This is an optimization exercise on Yosys and OpenROAD, whose aim is small area, a short achievable clock period and few clock cycles per item, not a production implementation.
Power and IR drop assume default switching activity.

build 23:
==> flow/design.v (excerpt) <==
module oz_outer_fill (
    input  wire        clk,
    input  wire        rst,         
    input  wire        in_valid,
    output reg         in_ready,
    input  wire [7:0]  in_data,
    input  wire        in_erase,
    output reg         out_valid,
    output reg         out_fail,
    output wire [2:0]  out_cnt,
    output wire [23:0] out_pos,
    output wire [31:0] out_val
);
    function automatic [7:0] mul_a1(input [7:0] a);    
        mul_a1 = {a[6:0], 1'b0} ^ (a[7] ? 8'h1D : 8'h00);
    endfunction
    function automatic [7:0] gf_mul(input [7:0] a, input [7:0] b);
        reg [7:0] p;
        reg [7:0] x;
        integer   n;
        begin
            p = 8'h00;
            x = a;
            for (n = 0; n < 8; n = n + 1) begin
                p = p ^ (x & {8{b[n]}});
                x = mul_a1(x);
            end
            gf_mul = p;
        end
    endfunction
    function automatic [7:0] gf_sq(input [7:0] a);
        gf_sq = {a[6],
                 a[3] ^ a[5] ^ a[6],
                 a[5],
                 a[2] ^ a[4] ^ a[5] ^ a[7],
                 a[4] ^ a[6],
                 a[1] ^ a[4] ^ a[5] ^ a[6],
                 a[7],
                 a[0] ^ a[4] ^ a[6] ^ a[7]};
    endfunction
    function automatic [7:0] cm(input integer m, input [7:0] a);   
        case (m)
            0: cm = a;
            1: cm = mul_a1(a);
            2: cm = mul_a1(mul_a1(a));
            default: cm = mul_a1(mul_a1(mul_a1(a)));
        endcase
    endfunction
    function automatic [7:0] mul_am1(input [7:0] a);   
        mul_am1 = {1'b0, a[7:1]} ^ (a[0] ? 8'h8E : 8'h00);
    endfunction
  ...
Settings: LEC_CHECK=0, CAP_MARGIN=20, CORE_MARGIN=2, CORE_UTILIZATION=40, SLEW_MARGIN=20; clock period 15.0 ns.
standard.sh (not shown) runs the stock make flow with config.mk's settings and CLKGATE_MAP_FILE= SYNTH_SCRIPT=/design/flow/synth_recipe.tcl, a recipe that flattens the netlist after the stock synthesis.
==> flow/flow/run.sh <==
#!/bin/bash
# The standard layout (standard.sh: ORFS synthesis with synth_recipe.tcl, then
# floorplan to finish) with three changes, none to the design's registers or constraints:
#  - ABC maps the logic with an area-oriented script (flow/abc_area.script) in place of
#    ORFS's delay-oriented abc_speed.script; ORFS's scripts are otherwise used unchanged,
#    from a copy whose abc_speed.script is replaced;
#  - the port buffers are buf_4 cells instead of the default delay-buffer cells;
#  - the resizer's setup repair aims for more slack than the 15 ns clock needs.
set -euo pipefail
here=$(pwd)
rm -rf "$here/orfs_scripts"
cp -r "$FLOW_HOME/scripts" "$here/orfs_scripts"
cp "$here/flow/abc_area.script" "$here/orfs_scripts/abc_speed.script"
export SCRIPTS_DIR="$here/orfs_scripts"
export BUFFER_PORTS_ARGS="-buffer_cell sky130_fd_sc_hd__buf_2"
export SETUP_SLACK_MARGIN=11.0
bash standard.sh > make_layout.log 2>&1
==> flow/flow/abc_area.script <==
strash
&get -n
&fraig -x
&put
scorr
dc2
strash
&get -n
&dch -f
&nf -R 1000
&put
diff inputs: build 23 => build 2
-- flow/flow/run.sh --
<<< build 23, line 15
export BUFFER_PORTS_ARGS="-buffer_cell sky130_fd_sc_hd__buf_2"
>>> build 2, line 15
export BUFFER_PORTS_ARGS="-buffer_cell sky130_fd_sc_hd__buf_1"
### Flow results
Build 2: full flow OK, the timing, design-rule and antenna checks passed. Compared to build 23, build 2 shows a narrower setup margin. Diff build 23 and build 2: first-pass GRT wire length higher in build 23. [compare] base=build 23 new=build 2: leakage power total down about 6%; cell depth of the worst min-delay path down 1; met3 layer wire length in the routed design down about 17%; cell count flat.
> inputs changed (build 2 -> build 88)
-- flow/flow/run.sh --
<<< build 2, line 15
export BUFFER_PORTS_ARGS="-buffer_cell sky130_fd_sc_hd__buf_1"
>>> build 88, line 15
export BUFFER_PORTS_ARGS="-buffer_cell sky130_fd_sc_hd__buf_4"
==> results.txt <==
Every stage of the flow completed for build 88, and the final layout passed the timing, design-rule and antenna checks.
Build 88 against build 2: fraction of area in registers down 1.3 points; worst hold slack flat.
Comparing build 2 against build 88, there is no change at all in total count of hold-check failures in the final report.
Looking at post-route minimum period, build 88 sits below build 2.
Build 88 against build 2: final standard cell area without fillers increased 4.3%; post-route worst setup slack increased 0.014 ns; final weighted congestion in routability-driven placement increased about 1.6%; number of placed cells counting well taps essentially unchanged; switching power total increased 0.000020 W.
No functional check of the RTL was part of any run of this note.

-- static timing again, ports no longer ideal --
The results above use ideal ports. As a check the final layouts listed here were re-extracted and re-timed, cells and wires unchanged. Step 1, drivers: a clkbuf_16 drives clk and a buf_2 each remaining input, both assumed. Step 2 adds t to the input delays and takes it off the output delays; t is the mean of the earliest and latest rising clock arrival at the registers after step 1. Input paths then give back, and output paths get back, about the clock's delay inside the block. Three values: no drivers, after step 1, after step 2; two values: the first two.
run	shift t [ns]	setup WS [ns]	hold WS [ns]	clock arrival spread, ns	cell pins on the clock port's net
build 23	0.392	10.967 / 10.927 / 10.673	0.474 / 0.474 / 0.474	0.012 / 0.011	1
build 2	0.402	10.948 / 10.905 / 10.682	0.480 / 0.480 / 0.480	0.015 / 0.015	1
build 88	0.392	10.962 / 10.921 / 10.712	0.482 / 0.482 / 0.482	0.009 / 0.009	1
After both steps every run listed still meets setup and hold. For build 23, which loses most, drivers alone change the setup slack by -0.040 ns; drivers and shift together by -0.294 ns.
